This design comes from an exercise in tuning for small area and a short achievable clock period on the open sky130 flow, not from production work.
RTL that was checked went through simulation tests only; none was proved equivalent to the original.
For runs 4 and 5, only the layout was checked, not whether the RTL still works.
No activity file was given, so power comes from the tool's default toggle rates.

==> config.mk <==
export PLATFORM = sky130hd
export DESIGN_NAME = mosaic_coder
export DESIGN_NICKNAME = mosaic_coder
export VERILOG_FILES = /design/flow/design.v
export SDC_FILE = /design/flow/constraint.sdc
export NUM_CORES = 4
export LEC_CHECK = 0
export ABC_AREA = 1
export CAP_MARGIN = 20
export CORE_MARGIN = 2
export CORE_UTILIZATION = 60
export CTS_CLUSTER_DIAMETER = 60
export CTS_CLUSTER_SIZE = 30
export SLEW_MARGIN = 70
==> constraint.sdc <==
create_clock -name core_clock -period 20.0 [get_ports {clk}]
set_input_delay 4.0000 -clock core_clock [delete_from_list [all_inputs] [get_ports {clk}]]
set_output_delay 4.0000 -clock core_clock [all_outputs]
set_load 0.01 [all_outputs]
==> design.v <==
module mc_static_code (
    input  wire [1:0]  q,
    input  wire [4:0]  k,
    output reg  [29:0] tcode
);
  always @* begin
    case ({q, k})
      {2'd0, 5'd0}: tcode = 30'h00000000;
      {2'd0, 5'd1}: tcode = 30'h00000000;
      {2'd0, 5'd2}: tcode = 30'h00000006;
      {2'd0, 5'd3}: tcode = 30'h0000001C;
      {2'd0, 5'd4}: tcode = 30'h00000078;
      {2'd0, 5'd5}: tcode = 30'h000001F0;
      {2'd0, 5'd6}: tcode = 30'h000007E0;
      {2'd0, 5'd7}: tcode = 30'h00001FC0;
      {2'd0, 5'd8}: tcode = 30'h00007F80;
      {2'd0, 5'd9}: tcode = 30'h0001FF00;
      {2'd0, 5'd10}: tcode = 30'h0007FE00;
      {2'd0, 5'd11}: tcode = 30'h001FFC00;
      {2'd0, 5'd12}: tcode = 30'h007FF800;
      {2'd0, 5'd13}: tcode = 30'h01FFF000;
      {2'd0, 5'd14}: tcode = 30'h07FFE000;
      {2'd0, 5'd15}: tcode = 30'h1FFFC000;
      {2'd0, 5'd16}: tcode = 30'h3FFF0000;
      {2'd1, 5'd0}: tcode = 30'h00000006;
      {2'd1, 5'd1}: tcode = 30'h00000001;
      {2'd1, 5'd2}: tcode = 30'h00000000;
      {2'd1, 5'd3}: tcode = 30'h0000000C;
      {2'd1, 5'd4}: tcode = 30'h00000078;
      {2'd1, 5'd5}: tcode = 30'h000001F0;
      {2'd1, 5'd6}: tcode = 30'h000007E0;
      {2'd1, 5'd7}: tcode = 30'h00001FC0;
      {2'd1, 5'd8}: tcode = 30'h00007F80;
      {2'd1, 5'd9}: tcode = 30'h0001FF00;
      {2'd1, 5'd10}: tcode = 30'h0007FE00;
      {2'd1, 5'd11}: tcode = 30'h001FFC00;
      {2'd1, 5'd12}: tcode = 30'h007FF800;
      {2'd1, 5'd13}: tcode = 30'h01FFF000;
      {2'd1, 5'd14}: tcode = 30'h07FFE000;
      {2'd1, 5'd15}: tcode = 30'h1FFFC000;
      {2'd1, 5'd16}: tcode = 30'h3FFF0000;
      {2'd2, 5'd0}: tcode = 30'h0000001E;
      {2'd2, 5'd1}: tcode = 30'h00000005;
      {2'd2, 5'd2}: tcode = 30'h00000008;
      {2'd2, 5'd3}: tcode = 30'h00000004;
      {2'd2, 5'd4}: tcode = 30'h00000000;
      {2'd2, 5'd5}: tcode = 30'h00000070;
      {2'd2, 5'd6}: tcode = 30'h000001E0;
      {2'd2, 5'd7}: tcode = 30'h00000FC0;
      {2'd2, 5'd8}: tcode = 30'h00003F80;
      {2'd2, 5'd9}: tcode = 30'h0000FF00;
      {2'd2, 5'd10}: tcode = 30'h0003FE00;
      {2'd2, 5'd11}: tcode = 30'h000FFC00;
      {2'd2, 5'd12}: tcode = 30'h003FF800;
      {2'd2, 5'd13}: tcode = 30'h00FFF000;
      {2'd2, 5'd14}: tcode = 30'h03FFE000;
      {2'd2, 5'd15}: tcode = 30'h0FFFC000;
      {2'd2, 5'd16}: tcode = 30'h1FFF0000;
      {2'd3, 5'd0}: tcode = 30'h0000007C;
      {2'd3, 5'd1}: tcode = 30'h0000003D;
      {2'd3, 5'd2}: tcode = 30'h0000003A;
      {2'd3, 5'd3}: tcode = 30'h00000034;
      {2'd3, 5'd4}: tcode = 30'h00000028;
      {2'd3, 5'd5}: tcode = 30'h00000010;
      {2'd3, 5'd6}: tcode = 30'h00000000;
      {2'd3, 5'd7}: tcode = 30'h00000100;
      {2'd3, 5'd8}: tcode = 30'h00000600;
      {2'd3, 5'd9}: tcode = 30'h00001C00;
      {2'd3, 5'd10}: tcode = 30'h00007800;
      {2'd3, 5'd11}: tcode = 30'h0001F000;
      {2'd3, 5'd12}: tcode = 30'h0003F800;
      {2'd3, 5'd13}: tcode = 30'h000FF000;
      {2'd3, 5'd14}: tcode = 30'h003FE000;
      {2'd3, 5'd15}: tcode = 30'h00FFC000;
      {2'd3, 5'd16}: tcode = 30'h01FF0000;
      default: tcode = 30'd0;
    endcase
  end
endmodule
module mc_residue (
    input  wire [15:0] diff,
    input  wire [8:0]  dsel,
    input  wire [14:0] umask,
    output wire [15:0] m
);
  wire        sign = |(dsel & diff[15:7]);                  
  wire [14:0] u    = (diff[14:0] ^ {15{sign}}) & umask;
  assign m = {u, sign};
endmodule
module mc_class (
    input  wire [15:0] m,
    output reg  [4:0]  k
);
  integer i;
  always @* begin
    k = 5'd0;
    for (i = 0; i < 16; i = i + 1)
      if (m[i]) k = i[4:0] + 5'd1;
  end
endmodule
module mc_cost (
    input  wire [1:0]  q,
    input  wire [4:0]  k,
    output reg  [4:0]  cost
);
  always @* begin
    case ({q, k})
      {2'd0, 5'd0}: cost = 5'd2;
      {2'd0, 5'd1}: cost = 5'd2;
      {2'd0, 5'd2}: cost = 5'd3;
      {2'd0, 5'd3}: cost = 5'd5;
      {2'd0, 5'd4}: cost = 5'd7;
      {2'd0, 5'd5}: cost = 5'd9;
      {2'd0, 5'd6}: cost = 5'd11;
      {2'd0, 5'd7}: cost = 5'd13;
      {2'd0, 5'd8}: cost = 5'd15;
      {2'd0, 5'd9}: cost = 5'd17;
      {2'd0, 5'd10}: cost = 5'd19;
      {2'd0, 5'd11}: cost = 5'd21;
      {2'd0, 5'd12}: cost = 5'd23;
      {2'd0, 5'd13}: cost = 5'd25;
      {2'd0, 5'd14}: cost = 5'd27;
      {2'd0, 5'd15}: cost = 5'd29;
      {2'd0, 5'd16}: cost = 5'd30;
      {2'd1, 5'd0}: cost = 5'd3;
      {2'd1, 5'd1}: cost = 5'd2;
      {2'd1, 5'd2}: cost = 5'd3;
      {2'd1, 5'd3}: cost = 5'd4;
      {2'd1, 5'd4}: cost = 5'd7;
      {2'd1, 5'd5}: cost = 5'd9;
      {2'd1, 5'd6}: cost = 5'd11;
      {2'd1, 5'd7}: cost = 5'd13;
      {2'd1, 5'd8}: cost = 5'd15;
      {2'd1, 5'd9}: cost = 5'd17;
      {2'd1, 5'd10}: cost = 5'd19;
      {2'd1, 5'd11}: cost = 5'd21;
      {2'd1, 5'd12}: cost = 5'd23;
      {2'd1, 5'd13}: cost = 5'd25;
      {2'd1, 5'd14}: cost = 5'd27;
      {2'd1, 5'd15}: cost = 5'd29;
      {2'd1, 5'd16}: cost = 5'd30;
      {2'd2, 5'd0}: cost = 5'd5;
      {2'd2, 5'd1}: cost = 5'd3;
      {2'd2, 5'd2}: cost = 5'd4;
      {2'd2, 5'd3}: cost = 5'd4;
      {2'd2, 5'd4}: cost = 5'd5;
      {2'd2, 5'd5}: cost = 5'd7;
      {2'd2, 5'd6}: cost = 5'd9;
      {2'd2, 5'd7}: cost = 5'd12;
      {2'd2, 5'd8}: cost = 5'd14;
      {2'd2, 5'd9}: cost = 5'd16;
      {2'd2, 5'd10}: cost = 5'd18;
      {2'd2, 5'd11}: cost = 5'd20;
      {2'd2, 5'd12}: cost = 5'd22;
      {2'd2, 5'd13}: cost = 5'd24;
      {2'd2, 5'd14}: cost = 5'd26;
      {2'd2, 5'd15}: cost = 5'd28;
      {2'd2, 5'd16}: cost = 5'd29;
      {2'd3, 5'd0}: cost = 5'd7;
      {2'd3, 5'd1}: cost = 5'd6;
      {2'd3, 5'd2}: cost = 5'd6;
      {2'd3, 5'd3}: cost = 5'd6;
      {2'd3, 5'd4}: cost = 5'd6;
      {2'd3, 5'd5}: cost = 5'd6;
      {2'd3, 5'd6}: cost = 5'd7;
      {2'd3, 5'd7}: cost = 5'd9;
      {2'd3, 5'd8}: cost = 5'd11;
      {2'd3, 5'd9}: cost = 5'd13;
      {2'd3, 5'd10}: cost = 5'd15;
      {2'd3, 5'd11}: cost = 5'd17;
      {2'd3, 5'd12}: cost = 5'd18;
      {2'd3, 5'd13}: cost = 5'd20;
      {2'd3, 5'd14}: cost = 5'd22;
      {2'd3, 5'd15}: cost = 5'd24;
      {2'd3, 5'd16}: cost = 5'd25;
      default: cost = 5'd0;
    endcase
  end
endmodule
module mosaic_coder (
    input  wire        clk,
    input  wire        rst,           
    input  wire        in_valid,
    input  wire        in_first,      
    input  wire        in_last,       
    input  wire [3:0]  in_depth,      
    input  wire [2:0]  in_pred,       
    input  wire [4:0]  in_avail,      
    input  wire        in_ef_colour,  
    input  wire [15:0] in_x,
    input  wire [15:0] in_a,
    input  wire [15:0] in_b,
    input  wire [15:0] in_c,
    input  wire [15:0] in_e,
    input  wire [15:0] in_f,
    output reg         out_valid,
    output reg  [29:0] out_code,      
    output reg  [4:0]  out_len,
    output reg         blk_valid,
    output reg  [2:0]  blk_pred,
    output reg  [22:0] blk_bits
);
  genvar g;
  integer p, j;
  wire [15:0] mid0 = 16'd1 << (in_depth + 4'd7);           
  wire        a_av = in_avail[0];
  wire        b_av = in_avail[1];
  wire        c_av = in_avail[2];
  wire [15:0] a0 = a_av ? in_a : b_av ? in_b : mid0;
  wire [15:0] b0 = b_av ? in_b : a_av ? in_a : mid0;
  wire [15:0] c0 = (c_av && (a_av || b_av)) ? in_c : b0;
  reg         v1, first1, last1, use_ef1;
  reg  [3:0]  depth1;
  reg  [2:0]  pred1;
  reg  [15:0] x1, a1, b1, c1, e1, f1;
  always @(posedge clk) begin
    v1      <= in_valid && !rst;
    first1  <= in_first;
    last1   <= in_last;
    depth1  <= in_depth;
    pred1   <= in_pred;
    use_ef1 <= in_avail[3] && in_avail[4] && in_ef_colour;
    x1      <= in_x;
    a1      <= a0;
    b1      <= b0;
    c1      <= c0;
    e1      <= in_e;
    f1      <= in_f;
  end
  wire [8:0]  dsel;                                        
  generate
    for (g = 0; g < 9; g = g + 1) begin : g_dsel
      assign dsel[g] = (depth1 == g);
    end
  endgenerate
  wire [14:0] umask;                               
  generate
    for (g = 0; g < 15; g = g + 1) begin : g_umask
      if (g <= 6) begin : g_lo
        assign umask[g] = 1'b1;
      end else begin : g_hi
        assign umask[g] = |dsel[8:g-6];
      end
    end
  endgenerate
  wire [15:0] mid = {dsel, 7'd0};                         
  wire [16:0] av_t = {x1, 1'b1} + {1'b1, ~a1} + {1'b1, ~b1} + {16'd0, ~(a1[0] ^ b1[0])};
  wire [16:0] ef_t = {x1, 1'b1} + {1'b1, ~e1} + {1'b1, ~f1} + {16'd0, ~(e1[0] ^ f1[0])};
  wire [15:0] diff [0:5];
  assign diff[0] = x1 ^ mid;
  assign diff[1] = x1 - a1;
  assign diff[2] = x1 - b1;
  assign diff[3] = x1 - a1 - b1 + c1;
  assign diff[4] = av_t[16:1];
  assign diff[5] = ef_t[16:1];
  wire [15:0] m_u [0:5];
  generate
    for (g = 0; g < 6; g = g + 1) begin : g_res
      mc_residue u_res (.diff(diff[g]), .dsel(dsel), .umask(umask), .m(m_u[g]));
    end
  endgenerate
  wire        a_lt_c = a1 < c1;
  wire        b_lt_c = b1 < c1;
  wire [17:0] v_ab   = {2'b0, a1} - {2'b0, b1};                      
  wire [17:0] u_abc  = {2'b0, a1} + {2'b0, b1} - {1'b0, c1, 1'b0};   
  wire        a_lt_b = v_ab[17];
  wire [1:0]  med_u  = (a_lt_c && b_lt_c)   ? (a_lt_b ? 2'd1 : 2'd2) :
                       (!a_lt_c && !b_lt_c) ? (a_lt_b ? 2'd2 : 2'd1) : 2'd3;
  function [2:0] ctx_ge;            
    input [17:0] w;
    input [8:0]  ds;
    reg          neg;
    reg   [16:0] nw;
    reg   [10:0] ge;                
    integer      i;
    begin
      neg = w[17];
      nw  = w[16:0] ^ {17{neg}};    
      ge[0] = (|nw) | neg;
      for (i = 1; i < 11; i = i + 1)
        ge[i] = (|(nw >> i)) | (neg & ((nw & ((17'd1 << i) - 17'd1)) == ((17'd1 << i) - 17'd1)));
      ctx_ge[0] = |(ds & {ge[6], ge[5], ge[4], ge[3], ge[2], ge[1], ge[0], ge[0], ge[0]});
      ctx_ge[1] = |(ds & {ge[8], ge[7], ge[6], ge[5], ge[4], ge[3], ge[2], ge[1], ge[1]});
      ctx_ge[2] = |(ds & ge[10:2]);
    end
  endfunction
  wire [2:0] ge_u = ctx_ge(u_abc, dsel);
  wire [2:0] ge_v = ctx_ge(v_ab, dsel);
  reg         v2, first2, last2, use_ef2, ctx_u2;
  reg  [2:0]  pred2, ge_u2, ge_v2;
  reg  [1:0]  med2;
  reg  [15:0] m2 [0:5];
  always @(posedge clk) begin
    v2      <= v1 && !rst;
    first2  <= first1;
    last2   <= last1;
    use_ef2 <= use_ef1;
    pred2   <= pred1;
    ctx_u2  <= (a_lt_c == b_lt_c);
    ge_u2   <= ge_u;
    ge_v2   <= ge_v;
    med2    <= med_u;
    for (p = 0; p < 6; p = p + 1)
      m2[p] <= m_u[p];
  end
  wire [2:0] ge = ctx_u2 ? ge_u2 : ge_v2;
  wire [1:0] q2 = ge[2] ? 2'd3 : ge[1] ? 2'd2 : ge[0] ? 2'd1 : 2'd0;
  wire [4:0] k_u    [0:5];
  wire [4:0] cost_u [0:5];
  generate
    for (g = 0; g < 6; g = g + 1) begin : g_cost
      mc_class u_cls (.m(m2[g]), .k(k_u[g]));
      mc_cost u_cost (.q(q2), .k(k_u[g]), .cost(cost_u[g]));
    end
  endgenerate
  wire [2:0] med_sel = {1'b0, med2};
  wire [2:0] p5_sel  = use_ef2 ? 3'd5 : med_sel;
  reg  [4:0] cost3, cost5;
  always @* begin
    case (med2)
      2'd1:    cost3 = cost_u[1];
      2'd2:    cost3 = cost_u[2];
      default: cost3 = cost_u[3];
    endcase
    cost5 = use_ef2 ? cost_u[5] : cost3;
  end
  reg  [2:0]  sel_u;
  reg  [15:0] sel_m;
  reg  [4:0]  sel_k;
  reg  [4:0]  sel_cost;
  always @* begin
    case (pred2)
      3'd0:    sel_u = 3'd0;
      3'd1:    sel_u = 3'd1;
      3'd2:    sel_u = 3'd2;
      3'd3:    sel_u = med_sel;
      3'd4:    sel_u = 3'd4;
      default: sel_u = p5_sel;
    endcase
    case (sel_u)
      3'd0:    begin sel_m = m2[0]; sel_k = k_u[0]; sel_cost = cost_u[0]; end
      3'd1:    begin sel_m = m2[1]; sel_k = k_u[1]; sel_cost = cost_u[1]; end
      3'd2:    begin sel_m = m2[2]; sel_k = k_u[2]; sel_cost = cost_u[2]; end
      3'd3:    begin sel_m = m2[3]; sel_k = k_u[3]; sel_cost = cost_u[3]; end
      3'd4:    begin sel_m = m2[4]; sel_k = k_u[4]; sel_cost = cost_u[4]; end
      default: begin sel_m = m2[5]; sel_k = k_u[5]; sel_cost = cost_u[5]; end
    endcase
  end
  wire [29:0] tcode;
  mc_static_code u_code (.q(q2), .k(sel_k), .tcode(tcode));
  reg         v3, first3, last3;
  reg  [4:0]  cost3r [0:5];
  always @(posedge clk) begin
    out_valid <= v2 && !rst;
    out_code  <= tcode ^ {14'd0, sel_m};
    out_len   <= sel_cost;
    v3        <= v2 && !rst;
    first3    <= first2 && v2;
    last3     <= last2;
    cost3r[0] <= v2 ? cost_u[0] : 5'd0;
    cost3r[1] <= v2 ? cost_u[1] : 5'd0;
    cost3r[2] <= v2 ? cost_u[2] : 5'd0;
    cost3r[3] <= v2 ? cost3     : 5'd0;
    cost3r[4] <= v2 ? cost_u[4] : 5'd0;
    cost3r[5] <= v2 ? cost5     : 5'd0;
  end
  reg  [22:0] acc [0:5];
  reg  [5:0]  acc_lo [0:5];
  reg  [23:5] acc_pa [0:5];
  reg  [22:0] acc_nx [0:5];
  always @* begin
    for (p = 0; p < 6; p = p + 1) begin
      acc_lo[p] = {1'b0, first3 ? 5'd0 : acc[p][4:0]} + {1'b0, cost3r[p]};
      acc_pa[p][5] = 1'b1;
      for (j = 5; j < 23; j = j + 1)
        acc_pa[p][j+1] = acc_pa[p][j] & acc[p][j];
      acc_nx[p][4:0] = acc_lo[p][4:0];
      for (j = 5; j < 23; j = j + 1)
        acc_nx[p][j] = !first3 && (acc[p][j] ^ (acc_lo[p][5] & acc_pa[p][j]));
    end
  end
  wire lt01 = acc_nx[1] < acc_nx[0];
  wire lt23 = acc_nx[3] < acc_nx[2];
  wire lt45 = acc_nx[5] < acc_nx[4];
  reg  w01, w23, w45, tot_v;
  always @(posedge clk) begin
    for (p = 0; p < 6; p = p + 1)
      acc[p] <= acc_nx[p];
    w01   <= lt01;
    w23   <= lt23;
    w45   <= lt45;
    tot_v <= v3 && last3 && !rst;
  end
  wire [22:0] v01 = w01 ? acc[1] : acc[0];
  wire [22:0] v23 = w23 ? acc[3] : acc[2];
  wire [22:0] v45 = w45 ? acc[5] : acc[4];
  wire        c_a = v23 < v01;
  wire        c_b = v45 < v01;
  wire        c_c = v45 < v23;
  wire        s45 = c_b && c_c;
  wire        s23 = !s45 && c_a;
  wire [22:0] vbest = s45 ? v45 : s23 ? v23 : v01;
  wire [2:0]  ibest = s45 ? {2'b10, w45} : s23 ? {2'b01, w23} : {2'b00, w01};
  always @(posedge clk) begin
    blk_valid <= tot_v && !rst;
    blk_pred  <= ibest;
    blk_bits  <= vbest;
  end
endmodule
==> flow/run.sh <==
#!/bin/bash
# Layout flow: the standard ORFS flow (standard.sh) with three changes in
# how the layout is made:
#  - synthesis maps adders as plain logic for abc (no half/full adder cells,
#    yosys's default Brent-Kung carry network instead of Kogge-Stone);
#  - abc maps with a 3.0 ns delay target and recovers area within it
#    (flow/abc_area.script, used for the synthesis step only);
#  - ports are buffered with sky130_fd_sc_hd__buf_2 cells.
# Each step's full output goes to a log file in this folder.
set -euo pipefail
export ADDER_MAP_FILE=
export SYNTH_OPERATIONS_ARGS=-booth
export BUFFER_PORTS_ARGS="-buffer_cell sky130_fd_sc_hd__buf_2"

# Synthesis, with a copy of ORFS's scripts whose abc area script is ours
rm -rf synth_scripts
cp -r "$FLOW_HOME/scripts" synth_scripts
cp flow/abc_area.script synth_scripts/abc_area.script
SCRIPTS_DIR="$PWD/synth_scripts" bash standard.sh synth > synth.log 2>&1

# The rest of the standard flow
bash standard.sh > standard.log 2>&1
==> flow/abc_area.script <==
strash
dch
map -D 3000
topo
stime -c
buffer -c
upsize -c
dnsize -c
==> standard.sh <==
#!/bin/bash
# synth_recipe.tcl (not shown) runs the flow's synth.tcl, then flattens the netlist and writes it again
# the make line also repeats each setting of config.mk as NAME=value (left out here)
make -C /OpenROAD-flow-scripts/flow DESIGN_CONFIG=/design/flow/config.mk WORK_HOME=/design/flow/orfs CLKGATE_MAP_FILE= SYNTH_SCRIPT=/design/flow/synth_recipe.tcl "${@:-finish}"
==> results_dict.tcl, run 1 <==
set metrics [dict create \
    grt_overflow 0 \
    clk_pin_slew_ns 0.09 \
    setup-tns-final_ns 0 \
    maxCapViolations 0 \
    drt-pass1-iter-count 9 \
    num_rows 81 \
    worstPathArrival_ns 1.05 \
    grt_pass1_wl_um 143300 \
    layoutNonFillerInstCount 5449 \
    synth_ff_type "dfxtp_1" \
    drcViolationCount 0 \
    core_sq_mm 0.04885 \
    final-hold-violation-count 0 \
    cts_tree "built" \
    ys_async_sr_fraction_pct 0 \
    io_buffers 176 \
    start_util_pct 60.78 \
    startpoint_type "flop" \
    grt_setup_unrepaired "no" \
    ant_nets 0 \
    cts_setup_buffers 0 \
    yosys-top-cells-area "dfxtp_1 31%, nor2_1 11%, nand2_1 8.9%" \
    fin_crit_sh_pct 25.27 \
    clockPowerShare_pct 17.4 \
    comb_power_share_pct 56.7 \
    ir_drop_mv 0.08575 \
    die_w_um 226.5 \
    period_needed_ns 5.054 \
    finalNetCount 4868 \
    place_hpwl_um 72010 \
    cts_resized 0 \
    finClkSkew_ns 0.02097 \
    numCtsBuffers 39 \
    final_util_pct 67.96 \
    ys_seq_elements 456 \
    drt_wl_total_um 91020 \
    insertion_delay_ns 0.60 \
    dp.cells 5375 \
    fmax_mhz 197.9 \
    crit_family "flip-flops" \
    via_per_inst 5.642 \
    vias 30750 \
    antenna_found_initial 1 \
    status "no timing/DRC/antenna violations" \
    ys_top_cells_by_count "878 x nor2_1, 704 x nand2_1, 679 x inv_1" \
    ys_seq_area_share_pct 30.75 \
    power_leakage_nw 15.50 \
    critPathBufInv 1 \
    crit_path_cell_trace "buf_2" \
    avgSynthCellArea_sq_um 6.452 \
    relSlewSlack_pct 68.00 \
    critPathMaxFanout 1 \
    clockRootBuffer "clkbuf_16" \
    cts.sinks 456 \
    netlist_instances 4602 \
    synth_area_sq_mm 0.02969 \
    synth.largest_area_cell "dfxtp_1" \
    synth_top_area_share_pct 30.75 \
    drtIter0Drc 2511 \
    synth_nets 4716 \
    grt_pass1_vias 28640 \
    die_h_um 226.5 \
    syn2layout_area_growth_pct 11.82 \
    p_switching_w 0.002370 \
    wl_per_cell_um 16.70 \
    io_pins 177 \
    path_class "reg -> out" \
    hold_class "reg -> reg" \
    ys_types 91 \
    max_stage_delay_ns 0.34 \
    drv_slew 0 \
    cts_max_path_buffers 3 \
    ys_warn_count 16 \
    track_usage_pct 34.95 \
    cts_max_level 2 \
    required_ns 16.00 \
    postCtsHoldBufs 0 \
    synth.most_common_cell "nor2_1" \
    tightest_slew_ns 0.4782 \
    gp_congestion 1.011 \
    crit_slowest_cell "dfxtp_1" \
    p_int_w 0.002470 \
    setup_violations 0 \
    p_seq_share_pct 25.9 \
    p_sw_share_pct 48.97 \
    endpoint_kind "output pin" \
    dieArea_sq_mm 0.05128 \
    grt_max_degree 80 \
    antenna_cells 0 \
    power.density_mw_per_mm2 145.8 \
    drive_gt1_share_pct 10.68 \
    synth_edf_count 0 \
]
[flip-flops by register name, indices dropped and copies added (netlist names), 4 cells and up]
signal    cells
depth1        4
f1           16
acc         138
b1           16
cost3r       30
out_len       5
a1           16
out_code     30
c1           16
x1           16
e1           16
m2           96
blk_bits     23
[routing by layer]
| metal | vias to the layer above | part of all wire, % | global-route usage, % |
|---|---|---|---|
| li1 | 15370 | - | - |
| met1 | 13880 | 40 | 41.06 |
| met2 | 1172 | 48 | 61.23 |
| met3 | 321 | 6.8 | 4.989 |
| met4 | 2 | 5.7 | 19.27 |
| met5 | - | 0.014 | 0 |
[through the flow]
step                power (W)  hold WS, ns  setup WS (ns)  instance area (sq um)
global placement     0.003835       0.3102          14.32                  31160
detailed placement   0.003928       0.3121          14.55                  31600
finish               0.004840       0.3326          14.95                  33200
CTS                  0.004777       0.3331          14.91                  33020
floorplan            0.003160       0.3096          14.81                  29690
global route         0.005201       0.3442          14.58                  33200
[cells in the final DEF, fill, tap and decap left out, types with 9 or more instances in the layout]
cell,synthesis,final
o21bai_1,12,12
a31oi_1,33,32
buf_4,7,28
buf_2,5,177
a22o_1,9,9
xnor2_1,71,69
nand3_1,110,109
o21ai_1,13,58
clkbuf_16,0,40
a21oi_1,246,244
inv_6,1,11
nand2_1,704,702
and2_1,9,9
or2_2,31,30
and3_1,21,21
nand2_2,8,9
nand4_1,22,22
o22ai_1,80,77
nor3_1,167,158
o2111ai_1,10,10
inv_2,11,14
inv_1,679,674
a21oi_2,11,10
nor2_1,878,862
xor2_1,216,211
o21ai_0,343,293
a221oi_1,15,12
o21a_1,15,15
mux2_2,16,16
nor3_2,4,13
a211oi_1,27,23
o221ai_1,22,22
nor2_2,18,28
a22oi_1,54,54
nor4_1,27,22
o211ai_1,24,24
dfxtp_1,456,453
[power groups by stage]
stage | clock, W | combinational (W) | sequential [W]
2_1_floorplan | 0 | 0.00191 | 0.00125
3_3_place_gp | 0 | 0.00257 | 0.00126
3_5_place_dp | 0 | 0.00266 | 0.00127
4_1_cts | 0.000855 | 0.00267 | 0.00125
5_1_grt | 0.000886 | 0.00304 | 0.00127
6_report | 0.000840 | 0.00275 | 0.00125
[path summary, 6_finish.rpt]
kind,from,to,slack (ns),depth (start not counted)
worst min register to register,last2$_DFF_P_,last3$_DFF_P_,0.33,0
worst max-delay path,blk_bits[16]$_DFF_P_,blk_bits[16],14.95,1
worst max register to register,first3$_DFF_P_,w23$_DFF_P_,15.03,29
worst min-delay path,last2$_DFF_P_,last3$_DFF_P_,0.33,0
[cells by family after synthesis]
logic type,synth area share (%)
buffers and inverters,10.48
AND/OR/NAND/NOR,28.56
adder cells (fa/ha/maj),0.3835
AO/OA/AOI/OAI,20.27
flip-flops,30.75
multiplexers,0.8428
XOR/XNOR,8.723
[area by class of cell]
type,instances,area (sq um)
clock inverters,30,406.6
well taps,664,830.8
inverters,700,2654
flip-flops and latches,456,9135
repair buffers,215,1191
clock buffers,42,1018
fillers,4514,15650
multi-input cells,3342,17960
==> run 2, diff against run 1 <==
--- a/flow/run.sh
+++ b/flow/run.sh
@@ -3,7 +3,7 @@
 # how the layout is made:
 #  - synthesis maps adders as plain logic for abc (no half/full adder cells,
 #    yosys's default Brent-Kung carry network instead of Kogge-Stone);
-#  - abc maps with a 3.0 ns delay target and recovers area within it
+#  - abc maps with a 2.8 ns delay target and recovers area within it
 #    (flow/abc_area.script, used for the synthesis step only);
 #  - ports are buffered with sky130_fd_sc_hd__buf_2 cells.
 # Each step's full output goes to a log file in this folder.
==> flow/abc_area.script (replaced) <==
strash
dch
map -D 2800
topo
stime -c
buffer -c
upsize -c
dnsize -c
==> results_dict.tcl, run 2 <==
set metrics [dict create \
    status "no timing/DRC/antenna violations" \
    syn2layout_area_growth_pct 11.53 \
    via_per_inst 5.605 \
    wl_per_cell_um 16.47 \
    final_cell_mix "876 x nor2_1, 754 x nand2_1, 664 x inv_1" \
    grt_max_degree 53 \
    relSlewSlack_pct 67.67 \
    drtIter0Drc 2769 \
    cts_setup_buffers 0 \
    max_stage_delay_ns 0.34 \
    crit_slowest_cell "dfxtp_1" \
    antenna_cells 0 \
    synth.most_common_cell "nor2_1" \
    start_util_pct 61.02 \
    final_common_cell "nor2_1" \
    drt-pass1-iter-count 6 \
    clk_pin_slew_ns 0.09 \
    yosys-top-cells-area "dfxtp_1 30%, nor2_1 11%, nand2_1 9.5%" \
    fin_area_sq_mm 0.03345 \
    final-hold-violation-count 0 \
    endpoint_kind "output pin" \
    netlist_instances 4677 \
    required_ns 16.00 \
    synth_nets 4791 \
    worstPathArrival_ns 1.06 \
    finClkSkew_ns 0.02384 \
    fmax_mhz 197.7 \
    synth_top_family_by_area "simple AND/OR/NAND/NOR gates" \
    ant_nets 0 \
    vias 30940 \
    period_needed_ns 5.059 \
    ys_top_cells_by_count "892 x nor2_1, 756 x nand2_1, 669 x inv_1" \
    fin_hold_ws_ns 0.3347 \
    drv_slew 0 \
    io_buffers 176 \
    die_w_um 227.6 \
    grt_pass1_wl_um 141900 \
    synth_top_area_share_pct 30.44 \
    cts_tree "built" \
    antenna_found_initial 1 \
    grt_setup_unrepaired "no" \
    crit_path_cell_trace "buf_2" \
    critPathBufInv 1 \
    synth_simple_gate_area_share_pct 29.94 \
    avgSynthCellArea_sq_um 6.413 \
    synth_edf_count 0 \
    clockRootBuffer "clkbuf_16" \
    insertion_delay_ns 0.61 \
    largest_registers "acc x138, m2 x96" \
    fin_crit_sh_pct 25.30 \
    drt_wl_total_um 90930 \
    path_class "reg -> out" \
    maxCapViolations 0 \
    placed_area_sq_mm 0.03193 \
    crit_family "flip-flops" \
    ys_types 92 \
    synthAdderAreaFrac_pct 0.3754 \
    ys_seq_area_share_pct 30.44 \
    synth_ff_type "dfxtp_1" \
    drcViolationCount 0 \
    ys_warn_count 16 \
    dieArea_sq_mm 0.05179 \
    setup-tns-final_ns 0 \
    largest_reg_flops 138 \
    grt_pass1_vias 28120 \
    track_usage_pct 34.41 \
    startpoint_type "flop" \
    cts_resized 0 \
    die_h_um 227.6 \
    synth.largest_area_cell "dfxtp_1" \
    ir_drop_mv 0.09391 \
    num_rows 81 \
    muxShareOfSynthArea_pct 0.9052 \
    ys_seq_elements 456 \
    tightest_slew_ns 0.4849 \
    core_sq_mm 0.04915 \
    synth_area_sq_mm 0.02999 \
    io_pins 177 \
    ys_async_sr_fraction_pct 0 \
    power_leakage_nw 15.76 \
    grt_overflow 0 \
    finalNetCount 4942 \
    drive_gt1_share_pct 10.50 \
    numCtsBuffers 36 \
    gp_congestion 1.006 \
    cts_max_level 2 \
    critPathMaxFanout 2 \
    place_hpwl_um 72240 \
    synth_xor_area_share_pct 8.502 \
    postCtsHoldBufs 0 \
    largest_register "acc" \
    power.density_mw_per_mm2 144.5 \
    cts.sinks 456 \
    synth_compound_area_share_pct 19.58 \
    setup_violations 0 \
    cts_max_path_buffers 3 \
    hold_class "reg -> reg" \
]
[run 2: cell types whose count changed after synthesis, sizes merged, moves of 6 or more]
cell and change:
nand2 +52, nor3 -8, o21a -7, nand3 +24, o21ai +6, and2 +7
nand4 +18, nor4 -7, or2 +6, o22ai -8
[run 2: power breakdown]
group          internal (W)  switching (W)  leakage, nW  total, W
combinational      0.000951        0.00182         11.3   0.00278
clock              0.000408       0.000398        0.641  0.000806
sequential          0.00112       0.000130         3.78   0.00125
[run 2: layer usage]
layer	part of all wire, %	global-route usage, %	up-vias
met4	5.4	16.68	0
met2	47	59.92	1133
met1	41	42.03	13970
met3	6.0	4.246	273
li1	-	-	15570
met5	0	0	-
[run 2: path summary, 6_finish.rpt]
kind	cells after the start	slack, ns	startpoint	end
hold / removal	0	0.33	last1$_DFF_P_	last2$_DFF_P_
setup reg to reg	23	15.18	a1[4]$_DFF_P_	m2[3][15]$_DFF_P_
setup / recovery	1	14.94	out_valid$_DFF_P_	out_valid
hold reg to reg	0	0.33	last1$_DFF_P_	last2$_DFF_P_
[run 2: logic make-up after synthesis]
group,Yosys count
AND/OR/NAND/NOR,2127
AO/OA/AOI/OAI,968
buffers and inverters,807
flip-flops,456
XOR/XNOR,283
multiplexers,25
adder cells (fa/ha/maj),11
[run 2: layout make-up]
class,instances,area [sq um]
Timing Repair Buffer,218,1261
Sequential cell,456,9130
Fill cell,4566,15700
Inverter,702,2641
Clock buffer,41,939.7
Tap cell,664,830.8
Multi-Input combinational cell,3414,18240
Clock inverter,25,409.1
[run 2: metrics by stage]
stage                     worst slack, ns  utilization [%]  total power, W  cells
after floorplan                     14.81                -        0.003181   4677
after global placement              14.37            64.06        0.003850   5440
after detailed placement            14.65            64.96        0.003936   5451
after CTS                           14.91            67.70        0.004749   5517
after global routing                14.62            68.05        0.005201   5520
final                               14.94            68.05        0.004833   5520
==> run 3, diff against run 2 <==
--- a/config.mk
+++ b/config.mk
@@ -11,4 +11,4 @@
 export CORE_UTILIZATION = 60
 export CTS_CLUSTER_DIAMETER = 60
 export CTS_CLUSTER_SIZE = 30
-export SLEW_MARGIN = 70
+export SLEW_MARGIN = 65
==> results_dict.tcl, run 3 <==
set metrics [dict create \
    crit_path_cell_trace "buf_2" \
    place_hpwl_um 71840 \
    period_needed_ns 5.069 \
    startpoint_type "flop" \
    yosys-top-cells-area "dfxtp_1 30%, nor2_1 11%, nand2_1 9.5%" \
    hold_class "reg -> reg" \
    ys_seq_area_share_pct 30.44 \
    drt-pass1-iter-count 6 \
    num_rows 81 \
    synth_area_sq_mm 0.02999 \
    fin_area_sq_mm 0.03324 \
    cts_setup_buffers 0 \
    track_usage_pct 34.48 \
    dieArea_sq_mm 0.05179 \
    fillers 4629 \
    fin_crit_sh_pct 25.34 \
    drcViolationCount 0 \
    critPathMaxFanout 2 \
    drive_gt1_share_pct 9.812 \
    crit_family "flip-flops" \
    die_w_um 227.6 \
    synth_nets 4791 \
    maxCapViolations 0 \
    setup-tns-final_ns 0 \
    fmax_mhz 197.3 \
    synth_edf_count 0 \
    crit_slowest_cell "dfxtp_1" \
    antenna_found_initial 1 \
    setup_violations 0 \
    finClkSkew_ns 0.03742 \
    antenna_cells 0 \
    path_class "reg -> out" \
    power_leakage_nw 15.70 \
    largest_registers "acc x138, m2 x96" \
    grt_setup_unrepaired "no" \
    comb_power_share_pct 56.2 \
    core_sq_mm 0.04915 \
    clk_pin_slew_ns 0.09 \
    finalNetCount 4936 \
    cts_max_path_buffers 3 \
    cts.sinks 456 \
    gp_congestion 1.006 \
    grt_pass1_wl_um 142500 \
    final_cell_mix "882 x nor2_1, 754 x nand2_1, 664 x inv_1" \
    netlist_instances 4677 \
    final-hold-violation-count 0 \
    insertion_delay_ns 0.62 \
    syn2layout_area_growth_pct 10.84 \
    die_h_um 227.6 \
    via_per_inst 5.606 \
    drt_wl_total_um 91140 \
    synth_top_area_share_pct 30.44 \
    critPathBufInv 1 \
    required_ns 16.00 \
    cts_resized 0 \
    ys_seq_elements 456 \
    relSlewSlack_pct 63.66 \
    cts_max_level 2 \
    synth.largest_area_cell "dfxtp_1" \
    synth_ff_type "dfxtp_1" \
    grt_max_degree 84 \
    endpoint_kind "output pin" \
    start_util_pct 61.02 \
    grt_overflow 0 \
    wl_per_cell_um 16.53 \
    io_buffers 176 \
    p_int_w 0.002479 \
    placed_area_sq_mm 0.03170 \
    avgSynthCellArea_sq_um 6.413 \
    status "no timing/DRC/antenna violations" \
    numCtsBuffers 37 \
    tightest_slew_ns 0.5451 \
    ys_top_cells_by_count "892 x nor2_1, 756 x nand2_1, 669 x inv_1" \
    largest_reg_flops 138 \
    clockPowerShare_pct 17.8 \
    postCtsHoldBufs 0 \
    ys_warn_count 16 \
    p_seq_share_pct 25.9 \
    p_sw_share_pct 48.64 \
    ys_async_sr_fraction_pct 0 \
    max_stage_delay_ns 0.34 \
    drv_slew 0 \
    worstPathArrival_ns 1.07 \
    p_switching_w 0.002348 \
    clockRootBuffer "clkbuf_16" \
    drtIter0Drc 2919 \
    final_common_cell "nor2_1" \
    io_pins 177 \
    ant_nets 0 \
    ir_drop_mv 0.1183 \
    cts_tree "built" \
    grt_pass1_vias 28390 \
    synth.most_common_cell "nor2_1" \
    vias 30920 \
    ys_types 92 \
    power.density_mw_per_mm2 145.2 \
    largest_register "acc" \
]
[run 3: cell types whose count changed in the layout (fill, tap and decap cells not counted), sizes merged]
cell and change:
bufinv +2, clkinvlp +2, inv +2, clkinv -3, clkbuf +1, buf -8, clkdlybuf4s50 -1
[run 3: stage by stage]
| step | worst slack [ns] | instances | util (%) | power [W] | hold WS [ns] |
|---|---|---|---|---|---|
| after detailed placement | 14.47 | 5443 | 64.49 | 0.003898 | 0.3139 |
| after CTS | 14.90 | 5511 | 67.44 | 0.004765 | 0.3379 |
| final | 14.93 | 5515 | 67.63 | 0.004827 | 0.3340 |
| after floorplan | 14.81 | 4677 | - | 0.003181 | 0.3096 |
| after global routing | 14.67 | 5515 | 67.63 | 0.005193 | 0.3411 |
| after global placement | 14.37 | 5440 | 64.06 | 0.003850 | 0.3109 |
[run 3: cells by family (layout without fill, tap and decap cells)]
kind of cell               Yosys count  count (layout)  synth area share, %
muxes                               25              25               0.9052
xor gates and xnor gates           283             283                8.502
adders and majority gates           11              11               0.3754
AOI/OAI and AO/OA                  968             968                19.58
buffers and inverters              807             981                10.27
DFF                                456             456                30.44
and+or+nand+nor                   2127            2127                29.94
[run 3: final cells by class]
type	instances	area (sq um)	share of cell area, %
Sequential cell	456	9130	27.46
Clock inverter	28	483.0	1.453
Clock buffer	40	968.4	2.913
Tap cell	664	830.8	2.499
Inverter	702	2639	7.938
Timing Repair Buffer	211	1190	3.579
Multi-Input combinational cell	3414	18000	54.15
[run 3: worst paths after layout]
check	cells after the start	to	start	slack, ns
setup / recovery	1	out_valid	out_valid$_DFF_P_	14.93
hold / removal	0	first2$_DFF_P_	first1$_DFF_P_	0.33
setup reg to reg	25	m2[3][15]$_DFF_P_	x1[7]$_DFF_P_	14.95
hold reg to reg	0	first2$_DFF_P_	first1$_DFF_P_	0.33
[run 3: worst reg2reg max path, delay by kind of cell, from the launching register on]
kind | cells | cell delay [ns]
flops | 1 | 0.57
buf+inv | 3 | 0.45
simple gates | 11 | 1.30
compound gates | 9 | 1.82
xor+xnor | 2 | 0.77
[run 3: power by group through the flow]
stage | sequential [W] | combinational [W] | clock [W]
2_1_floorplan | 0.00125 | 0.00193 | 0
3_3_place_gp | 0.00126 | 0.00259 | 0
3_5_place_dp | 0.00127 | 0.00263 | 0
4_1_cts | 0.00125 | 0.00265 | 0.000869
5_1_grt | 0.00127 | 0.00302 | 0.000905
6_report | 0.00125 | 0.00272 | 0.000860
[run 3: metal layers]
metal  vias up  global-route usage (%)  wire, um
met4         0                   18.05      4884
li1      15560                       -         -
met5         -                       0         0
met3       297                   4.698      6142
met2      1134                   59.54     42850
met1     13930                   41.73     37260
==> run 4, diff against run 3 <==
--- a/design.v
+++ b/design.v
@@ -289,7 +289,13 @@
   reg         v2, first2, last2, use_ef2, ctx_u2;
   reg  [2:0]  pred2, ge_u2, ge_v2;
   reg  [1:0]  med2;
-  reg  [15:0] m2 [0:5];
+  reg  [15:0] m2n [0:5];               
+  wire [15:0] m2 [0:5];
+  generate
+    for (g = 0; g < 6; g = g + 1) begin : g_m2
+      assign m2[g] = ~m2n[g];
+    end
+  endgenerate
   always @(posedge clk) begin
     v2      <= v1 && !rst;
     first2  <= first1;
@@ -301,7 +307,7 @@
     ge_v2   <= ge_v;
     med2    <= med_u;
     for (p = 0; p < 6; p = p + 1)
-      m2[p] <= m_u[p];
+      m2n[p] <= ~m_u[p];
   end
   wire [2:0] ge = ctx_u2 ? ge_u2 : ge_v2;
   wire [1:0] q2 = ge[2] ? 2'd3 : ge[1] ? 2'd2 : ge[0] ? 2'd1 : 2'd0;
@@ -364,7 +370,13 @@
     cost3r[4] <= v2 ? cost_u[4] : 5'd0;
     cost3r[5] <= v2 ? cost5     : 5'd0;
   end
-  reg  [22:0] acc [0:5];
+  reg  [22:0] accn [0:5];             
+  wire [22:0] acc [0:5];
+  generate
+    for (g = 0; g < 6; g = g + 1) begin : g_acc
+      assign acc[g] = ~accn[g];
+    end
+  endgenerate
   reg  [5:0]  acc_lo [0:5];
   reg  [23:5] acc_pa [0:5];
   reg  [22:0] acc_nx [0:5];
@@ -385,7 +397,7 @@
   reg  w01, w23, w45, tot_v;
   always @(posedge clk) begin
     for (p = 0; p < 6; p = p + 1)
-      acc[p] <= acc_nx[p];
+      accn[p] <= ~acc_nx[p];
     w01   <= lt01;
     w23   <= lt23;
     w45   <= lt45;
--- a/config.mk
+++ b/config.mk
@@ -11,4 +11,4 @@
 export CORE_UTILIZATION = 60
 export CTS_CLUSTER_DIAMETER = 60
 export CTS_CLUSTER_SIZE = 30
-export SLEW_MARGIN = 65
+export SLEW_MARGIN = 70
==> results_dict.tcl, run 4 <==
set metrics [dict create \
    cts_resized 0 \
    critPathBufInv 3 \
    clockPowerShare_pct 17.3 \
    hold_path_depth 0 \
    drv_slew 0 \
    drive_gt1_share_pct 10.05 \
    muxShareOfSynthArea_pct 0.6695 \
    place_hpwl_um 73840 \
    largest_reg_flops 138 \
    comb_power_share_pct 55.1 \
    ys_seq_elements 456 \
    synth_edf_count 0 \
    power.density_mw_per_mm2 138.0 \
    p_int_w 0.002359 \
    insertion_delay_ns 0.60 \
    netlist_instances 4687 \
    ys_types 88 \
    vias 31340 \
    grt_overflow 0 \
    synth_compound_area_share_pct 20.45 \
    synth.largest_area_cell "dfxtp_1" \
    synth_simple_gate_area_share_pct 28.88 \
    worstPathArrival_ns 5.71 \
    r2r-start "x1[7]$_DFF_P_" \
    maxCapViolations 0 \
    ys_warn_count 16 \
    place_ws_ns 14.47 \
    max_stage_delay_ns 0.44 \
    crit_path_cell_trace "inv_1 > nor2_1 > nor2_1 > nand2_1 > o21ai_0 > nor2_1 > o21ai_2 > nand2_1 > a21oi_1 > nand2_1 > o21ai_2 > xor2_2 > o21ai_0 > a211oi_1 > nor2_1 > a41oi_1 > xor2_1 > a22oi_2 > buf_4 > nand3_2 > inv_1 > o21ai_0" \
    final-hold-violation-count 0 \
    finalNetCount 4944 \
    relSlewSlack_pct 68.69 \
    hold_class "reg -> reg" \
    grt_setup_unrepaired "no" \
    dp.cells 5454 \
    r2r.worst_path.cells 22 \
    ir_drop_mv 0.09029 \
    grt_max_degree 62 \
    ys_seq_area_share_pct 30.53 \
    num_rows 81 \
    layoutNonFillerInstCount 5521 \
    crit_slowest_cell "dfxtp_1" \
    synth_nets 4801 \
    gp_congestion 1.021 \
    synth_xor_area_share_pct 7.754 \
    ant_nets 0 \
    drt_wl_total_um 92820 \
    fillers 4614 \
    via_per_inst 5.676 \
    ys_async_sr_fraction_pct 0 \
    fmax_mhz 190.8 \
    synth_area_sq_mm 0.02990 \
    setup_violations 0 \
    yosys-top-cells-area "dfxtp_1 31%, nor2_1 11%, inv_1 9.2%" \
    cts.sinks 456 \
    finClkSkew_ns 0.02682 \
    status "no timing/DRC/antenna violations" \
    cts_max_path_buffers 3 \
    period_needed_ns 5.240 \
    hold_end "use_ef2$_DFF_P_" \
    setup_slack_ns 14.76 \
    final_common_cell "nor2_1" \
    clk_pin_slew_ns 0.08 \
    power_leakage_nw 16.15 \
    tightest_slew_ns 0.4681 \
    p_switching_w 0.002238 \
    endpoint_kind "flop" \
    synth_ff_type "dfxtp_1" \
    die_h_um 227.2 \
    final_util_pct 67.91 \
    die_w_um 227.2 \
    cts_max_level 2 \
    synth_top_area_share_pct 30.53 \
    largest_register "accn" \
    dieArea_sq_mm 0.05164 \
    cts_setup_buffers 0 \
    core_sq_mm 0.04905 \
    p_seq_share_pct 27.6 \
    synth.most_common_cell "nor2_1" \
    numCtsBuffers 35 \
    critPathMaxFanout 16 \
    synth_top_family_by_area "simple AND/OR/NAND/NOR gates" \
    setup-tns-final_ns 0 \
    io_pins 177 \
    synthAdderAreaFrac_pct 0.5021 \
    io_buffers 176 \
    start_util_pct 60.96 \
    worstReg2RegEnd "m2n[3][13]$_DFF_P_" \
    track_usage_pct 35.32 \
    drt-pass1-iter-count 10 \
    worstHoldStart "use_ef1$_DFF_P_" \
    avgSynthCellArea_sq_um 6.380 \
    crit_family "compound AO/OA/AOI/OAI gates" \
    fin_crit_sh_pct 26.20 \
    startpoint_type "flop" \
    ys_top_cells_by_count "855 x nor2_1, 736 x inv_1, 710 x nand2_1" \
    cpMostUsedCell "nor2_1" \
    path_class "reg -> reg" \
    syn2layout_area_growth_pct 11.41 \
    drcViolationCount 0 \
    antenna_cells 0 \
    clockRootBuffer "clkbuf_16" \
    grt_pass1_vias 28680 \
    largest_registers "accn x138, m2n x96" \
    wl_per_cell_um 16.81 \
    antenna_found_initial 1 \
    r2r_slack_ns 14.76 \
    p_sw_share_pct 48.68 \
    grt_pass1_wl_um 144900 \
    required_ns 20.47 \
    postCtsHoldBufs 0 \
    final_cell_mix "838 x nor2_1, 731 x inv_1, 708 x nand2_1" \
    drtIter0Drc 2455 \
    cts_tree "built" \
]
[run 4: cell types whose count changed in the layout (fill, tap and decap cells not counted), sizes merged, moves of 15 or more]
cell	change
nand2	-51
a22oi	+15
nand4	+15
nand3	+17
nor3	-34
inv	+56
nor2	-28
a21oi	+29
xor2	-33
[run 4: worst reg2reg max path, stage by stage (launching register included)]
cell,delay (ns)
dfxtp_1,0.44
inv_1,0.28
nor2_1,0.11
nor2_1,0.22
nand2_1,0.15
o21ai_0,0.38
nor2_1,0.15
o21ai_2,0.18
nand2_1,0.10
a21oi_1,0.32
nand2_1,0.12
o21ai_2,0.13
xor2_2,0.26
o21ai_0,0.17
a211oi_1,0.31
nor2_1,0.15
a41oi_1,0.33
xor2_1,0.21
a22oi_2,0.21
buf_4,0.25
nand3_2,0.34
inv_1,0.21
o21ai_0,0.11
[run 4: cell families after synthesis]
| family | after synthesis |
|---|---|
| and+or+nand+nor | 2039 |
| AOI/OAI and AO/OA | 1022 |
| buffers and inverters | 874 |
| DFF | 456 |
| xor gates and xnor gates | 263 |
| muxes | 18 |
| adders and majority gates | 15 |
[run 4: final cells by class]
| type | count | area (sq um) | share of cell area (%) |
|---|---|---|---|
| Clock buffer | 38 | 918.4 | 2.757 |
| Clock inverter | 26 | 390.4 | 1.172 |
| Inverter | 764 | 2890 | 8.676 |
| Multi-Input combinational cell | 3357 | 17880 | 53.68 |
| Sequential cell | 456 | 9139 | 27.43 |
| Tap cell | 664 | 830.8 | 2.494 |
| Timing Repair Buffer | 216 | 1261 | 3.786 |
[run 4: worst max path at each step]
stage / from / endpoint / cells past startpoint
floorplan: in_avail[0] / c1[10]$_DFF_P_ / 5
global placement: in_avail[0] / c1[4]$_DFF_P_ / 5
detailed placement: in_avail[0] / c1[2]$_DFF_P_ / 7
CTS: out_code[16]$_DFF_P_ / out_code[16] / 1
global route: a1[1]$_DFF_P_ / m2n[3][13]$_DFF_P_ / 24
finish: x1[7]$_DFF_P_ / m2n[3][13]$_DFF_P_ / 22
[run 4: metal layers]
metal | track usage (%) | part of all wire (%) | vias to the layer above | routed length (um)
li1 | - | - | 15640 | -
met1 | 42.22 | 40 | 14110 | 37330
met2 | 60.34 | 46 | 1262 | 42900
met3 | 5.356 | 7.1 | 334 | 6596
met4 | 20.41 | 6.5 | 0 | 5994
met5 | 0 | 0 | - | 0
[run 4: stage by stage]
| stage | hold slack [ns] | total power [W] | cell area [sq um] |
|---|---|---|---|
| floorplan | 0.3096 | 0.002972 | 29900 |
| global placement | 0.3106 | 0.003644 | 31350 |
| detailed placement | 0.3136 | 0.003720 | 31780 |
| CTS | 0.3326 | 0.004516 | 33090 |
| global route | 0.3401 | 0.004913 | 33310 |
| finish | 0.3310 | 0.004597 | 33310 |
[run 4: power groups by stage]
stage	clock network, W	registers [W]	logic, W
2_1_floorplan	0	0.00125	0.00172
3_3_place_gp	0	0.00128	0.00236
3_5_place_dp	0	0.00128	0.00244
4_1_cts	0.000804	0.00126	0.00245
5_1_grt	0.000833	0.00129	0.00279
6_report	0.000793	0.00127	0.00253
==> run 5, diff against run 4 <==
--- a/design.v
+++ b/design.v
@@ -233,16 +233,6 @@
       assign dsel[g] = (depth1 == g);
     end
   endgenerate
-  wire [14:0] umask;                               
-  generate
-    for (g = 0; g < 15; g = g + 1) begin : g_umask
-      if (g <= 6) begin : g_lo
-        assign umask[g] = 1'b1;
-      end else begin : g_hi
-        assign umask[g] = |dsel[8:g-6];
-      end
-    end
-  endgenerate
   wire [15:0] mid = {dsel, 7'd0};                         
   wire [16:0] av_t = {x1, 1'b1} + {1'b1, ~a1} + {1'b1, ~b1} + {16'd0, ~(a1[0] ^ b1[0])};
   wire [16:0] ef_t = {x1, 1'b1} + {1'b1, ~e1} + {1'b1, ~f1} + {16'd0, ~(e1[0] ^ f1[0])};
@@ -253,12 +243,6 @@
   assign diff[3] = x1 - a1 - b1 + c1;
   assign diff[4] = av_t[16:1];
   assign diff[5] = ef_t[16:1];
-  wire [15:0] m_u [0:5];
-  generate
-    for (g = 0; g < 6; g = g + 1) begin : g_res
-      mc_residue u_res (.diff(diff[g]), .dsel(dsel), .umask(umask), .m(m_u[g]));
-    end
-  endgenerate
   wire        a_lt_c = a1 < c1;
   wire        b_lt_c = b1 < c1;
   wire [17:0] v_ab   = {2'b0, a1} - {2'b0, b1};                      
@@ -289,26 +273,42 @@
   reg         v2, first2, last2, use_ef2, ctx_u2;
   reg  [2:0]  pred2, ge_u2, ge_v2;
   reg  [1:0]  med2;
-  reg  [15:0] m2n [0:5];               
-  wire [15:0] m2 [0:5];
-  generate
-    for (g = 0; g < 6; g = g + 1) begin : g_m2
-      assign m2[g] = ~m2n[g];
-    end
-  endgenerate
+  reg  [3:0]  depth2;
+  reg  [15:0] diff2 [0:5];
   always @(posedge clk) begin
     v2      <= v1 && !rst;
     first2  <= first1;
     last2   <= last1;
     use_ef2 <= use_ef1;
     pred2   <= pred1;
+    depth2  <= depth1;
     ctx_u2  <= (a_lt_c == b_lt_c);
     ge_u2   <= ge_u;
     ge_v2   <= ge_v;
     med2    <= med_u;
     for (p = 0; p < 6; p = p + 1)
-      m2n[p] <= ~m_u[p];
+      diff2[p] <= diff[p];
   end
+  wire [8:0]  dsel2;                                       
+  wire [14:0] umask2;                              
+  generate
+    for (g = 0; g < 9; g = g + 1) begin : g_dsel2
+      assign dsel2[g] = (depth2 == g);
+    end
+    for (g = 0; g < 15; g = g + 1) begin : g_umask2
+      if (g <= 6) begin : g_lo
+        assign umask2[g] = 1'b1;
+      end else begin : g_hi
+        assign umask2[g] = |dsel2[8:g-6];
+      end
+    end
+  endgenerate
+  wire [15:0] m2 [0:5];
+  generate
+    for (g = 0; g < 6; g = g + 1) begin : g_res
+      mc_residue u_res (.diff(diff2[g]), .dsel(dsel2), .umask(umask2), .m(m2[g]));
+    end
+  endgenerate
   wire [2:0] ge = ctx_u2 ? ge_u2 : ge_v2;
   wire [1:0] q2 = ge[2] ? 2'd3 : ge[1] ? 2'd2 : ge[0] ? 2'd1 : 2'd0;
   wire [4:0] k_u    [0:5];
@@ -370,13 +370,7 @@
     cost3r[4] <= v2 ? cost_u[4] : 5'd0;
     cost3r[5] <= v2 ? cost5     : 5'd0;
   end
-  reg  [22:0] accn [0:5];             
-  wire [22:0] acc [0:5];
-  generate
-    for (g = 0; g < 6; g = g + 1) begin : g_acc
-      assign acc[g] = ~accn[g];
-    end
-  endgenerate
+  reg  [22:0] acc [0:5];
   reg  [5:0]  acc_lo [0:5];
   reg  [23:5] acc_pa [0:5];
   reg  [22:0] acc_nx [0:5];
@@ -397,7 +391,7 @@
   reg  w01, w23, w45, tot_v;
   always @(posedge clk) begin
     for (p = 0; p < 6; p = p + 1)
-      accn[p] <= ~acc_nx[p];
+      acc[p] <= acc_nx[p];
     w01   <= lt01;
     w23   <= lt23;
     w45   <= lt45;
==> results_dict.tcl, run 5 <==
set metrics [dict create \
    numCtsBuffers 38 \
    wl_per_cell_um 16.38 \
    drcViolationCount 0 \
    worstHoldStart "use_ef1$_DFF_P_" \
    ir_drop_mv 0.08905 \
    finalNetCount 4980 \
    path_class "reg -> reg" \
    grt_pass1_wl_um 144100 \
    drtIter0Drc 2525 \
    endpoint_kind "flop" \
    postCtsHoldBufs 0 \
    synth_top_area_share_pct 30.64 \
    tightest_slew_ns 0.4654 \
    drv_slew 0 \
    synth_ff_type "dfxtp_1" \
    die_h_um 227.8 \
    io_pins 177 \
    hold_class "reg -> reg" \
    synth_top_family_by_area "simple AND/OR/NAND/NOR gates" \
    maxCapViolations 0 \
    hold_path_depth 0 \
    synthAdderAreaFrac_pct 0.2664 \
    muxShareOfSynthArea_pct 0.6660 \
    largest_reg_flops 138 \
    synth.most_common_cell "nor2_1" \
    r2r_slack_ns 14.81 \
    ys_seq_area_share_pct 30.64 \
    gp_congestion 1.018 \
    dieArea_sq_mm 0.05190 \
    vias 31120 \
    crit_slowest_cell "clkdlybuf4s50_1" \
    fin_crit_sh_pct 25.95 \
    relSlewSlack_pct 68.94 \
    final-hold-violation-count 0 \
    start_util_pct 60.40 \
    largest_registers "acc x138, diff2 x96" \
    core_sq_mm 0.04976 \
    clockRootBuffer "clkbuf_16" \
    setup_slack_ns 14.81 \
    insertion_delay_ns 0.59 \
    drt_wl_total_um 91200 \
    required_ns 20.46 \
    drt-pass1-iter-count 6 \
    ys_warn_count 16 \
    synth_compound_area_share_pct 19.94 \
    r2r.worst_path.cells 26 \
    ys_types 87 \
    setup-tns-final_ns 0 \
    crit_family "simple AND/OR/NAND/NOR gates" \
    cts_max_path_buffers 3 \
    status "no timing/DRC/antenna violations" \
    cts_max_level 2 \
    largest_register "acc" \
    cts.sinks 460 \
    synth_nets 4832 \
    syn2layout_area_growth_pct 11.31 \
    period_needed_ns 5.191 \
    grt_overflow 0 \
    critPathBufInv 5 \
    antenna_found_initial 0 \
    synth.largest_area_cell "dfxtp_1" \
    ys_async_sr_fraction_pct 0 \
    critPathMaxFanout 14 \
    grt_pass1_vias 28490 \
    placed_area_sq_mm 0.03196 \
    synth_simple_gate_area_share_pct 30.20 \
    startpoint_type "flop" \
    r2r-start "depth2[0]$_DFF_P_" \
    avgSynthCellArea_sq_um 6.371 \
    clk_pin_slew_ns 0.08 \
    final_common_cell "nor2_1" \
    worstPathArrival_ns 5.65 \
    layoutNonFillerInstCount 5567 \
    final_cell_mix "871 x nor2_1, 785 x nand2_1, 681 x inv_1" \
    synth_xor_area_share_pct 7.784 \
    ant_nets 0 \
    dp.cells 5497 \
    fillers 4588 \
    max_stage_delay_ns 0.58 \
    hold_end "use_ef2$_DFF_P_" \
    yosys-top-cells-area "dfxtp_1 31%, nor2_1 11%, nand2_1 9.8%" \
    fin_area_sq_mm 0.03346 \
    ys_seq_elements 460 \
    place_ws_ns 14.62 \
    netlist_instances 4718 \
    grt_setup_unrepaired "no" \
    num_rows 82 \
    synth_edf_count 0 \
    die_w_um 227.8 \
    power_leakage_nw 15.79 \
    antenna_cells 0 \
    synth_area_sq_mm 0.03006 \
    fmax_mhz 192.6 \
    track_usage_pct 34.09 \
    cts_setup_buffers 0 \
    io_buffers 176 \
    ys_top_cells_by_count "888 x nor2_1, 786 x nand2_1, 690 x inv_1" \
    cts_resized 0 \
    finClkSkew_ns 0.02644 \
    cpMostUsedCell "nor2_1" \
    via_per_inst 5.589 \
    grt_max_degree 91 \
    place_hpwl_um 71850 \
    setup_violations 0 \
    worstReg2RegEnd "cost3r[5][1]$_SDFF_PN0_" \
    drive_gt1_share_pct 10.58 \
    cts_tree "built" \
    power.density_mw_per_mm2 142.6 \
]
==> run 5: cell count changes in the layout (fill, tap and decap cells not counted), sizes merged, moves of 14 or more <==
cell	before	now
a22oi	66	48
inv	761	723
nand2	713	794
nand3	155	124
nand4	55	37
nor2	874	906
nor3	130	151
o21bai	10	26
o22ai	77	60
or2	38	52
==> run 5: metal layers <==
layer | global-route usage (%) | wire length [um] | vias up
li1 | - | - | 15700
met1 | 41.83 | 37430 | 13980
met2 | 57.68 | 42160 | 1169
met3 | 4.550 | 6133 | 271
met4 | 19.14 | 5468 | 0
met5 | 0 | 0 | -
==> run 5: worst max path at each step <==
| stage | slack [ns] | cells past startpoint | from | to |
|---|---|---|---|---|
| global placement | 14.37 | 5 | in_avail[0] | c1[11]$_DFF_P_ |
| finish | 14.81 | 26 | depth2[0]$_DFF_P_ | cost3r[5][1]$_SDFF_PN0_ |
| floorplan | 14.81 | 5 | in_avail[0] | c1[10]$_DFF_P_ |
| global route | 14.36 | 26 | depth2[0]$_DFF_P_ | cost3r[5][1]$_SDFF_PN0_ |
| detailed placement | 14.62 | 9 | in_avail[0] | c1[12]$_DFF_P_ |
| CTS | 14.92 | 1 | out_code[26]$_DFF_P_ | out_code[26] |
==> run 5: cell type report <==
cell class	count	area, sq um	share of cell area [%]
Clock buffer	42	1017	3.041
Clock inverter	27	299.0	0.8938
Inverter	715	2704	8.082
Multi-Input combinational cell	3436	18170	54.31
Sequential cell	460	9214	27.54
Tap cell	672	840.8	2.513
Timing Repair Buffer	215	1210	3.616
==> run 5: logic make-up (layout without fill, tap and decap cells) <==
logic type,count (synthesis),after routing
multiplexers,18,18
buffers and inverters,822,999
AO/OA/AOI/OAI,998,998
AND/OR/NAND/NOR,2149,2149
adder cells (fa/ha/maj),8,8
XOR/XNOR,263,263
flip-flops,460,460
==> run 5: through the flow <==
stage / power, W / utilization [%] / hold slack, ns
5_1_grt: 0.005146 / 67.23 / 0.3391
4_1_cts: 0.004702 / 66.86 / 0.3357
6_report: 0.004772 / 67.23 / 0.3352
2_1_floorplan: 0.003162 / - / 0.3096
3_3_place_gp: 0.003846 / 63.31 / 0.3109
3_5_place_dp: 0.003915 / 64.22 / 0.3121
==> run 5: where the power goes <==
group	internal [W]	leakage (nW)	switching [W]	total, W
combinational	0.000921	11.3	0.00179	0.00272
sequential	0.00114	3.83	0.000141	0.00128
clock	0.000391	0.636	0.000390	0.000780
total	0.00245	15.8	0.00232	0.00477

==> port drivers added, routing unchanged <==
The results above use ideal ports. As a check the final layouts listed here were re-extracted and re-timed, cells and wires unchanged. Step 1, drivers: a clkbuf_16 drives clk and a buf_2 each remaining input, both assumed. Step 2 adds t to the input delays and takes it off the output delays; t is the mean of the earliest and latest rising clock arrival at the registers after step 1. Input paths then give back, and output paths get back, about the clock's delay inside the block. a / b / c = ideal / step 1 / step 2; a / b = the first two.
run	t, ns	slack for setup (ns)	clock arrival spread, ns	worst data-port slew with drivers (ns)
run 1	0.651	14.946 / 14.883 / 14.482	0.021 / 0.021	0.07
run 2	0.656	14.941 / 14.877 / 14.574	0.028 / 0.028	0.06
run 3	0.669	14.931 / 14.866 / 14.578	0.042 / 0.042	0.06
run 4	0.647	14.760 / 14.760 / 14.427	0.028 / 0.028	0.05
run 5	0.643	14.809 / 14.809 / 14.569	0.029 / 0.029	0.05
After both steps setup and hold are still met in every run listed. The setup slack of run 1, which loses most, moves by -0.063 ns with the drivers and by -0.464 ns with both steps.
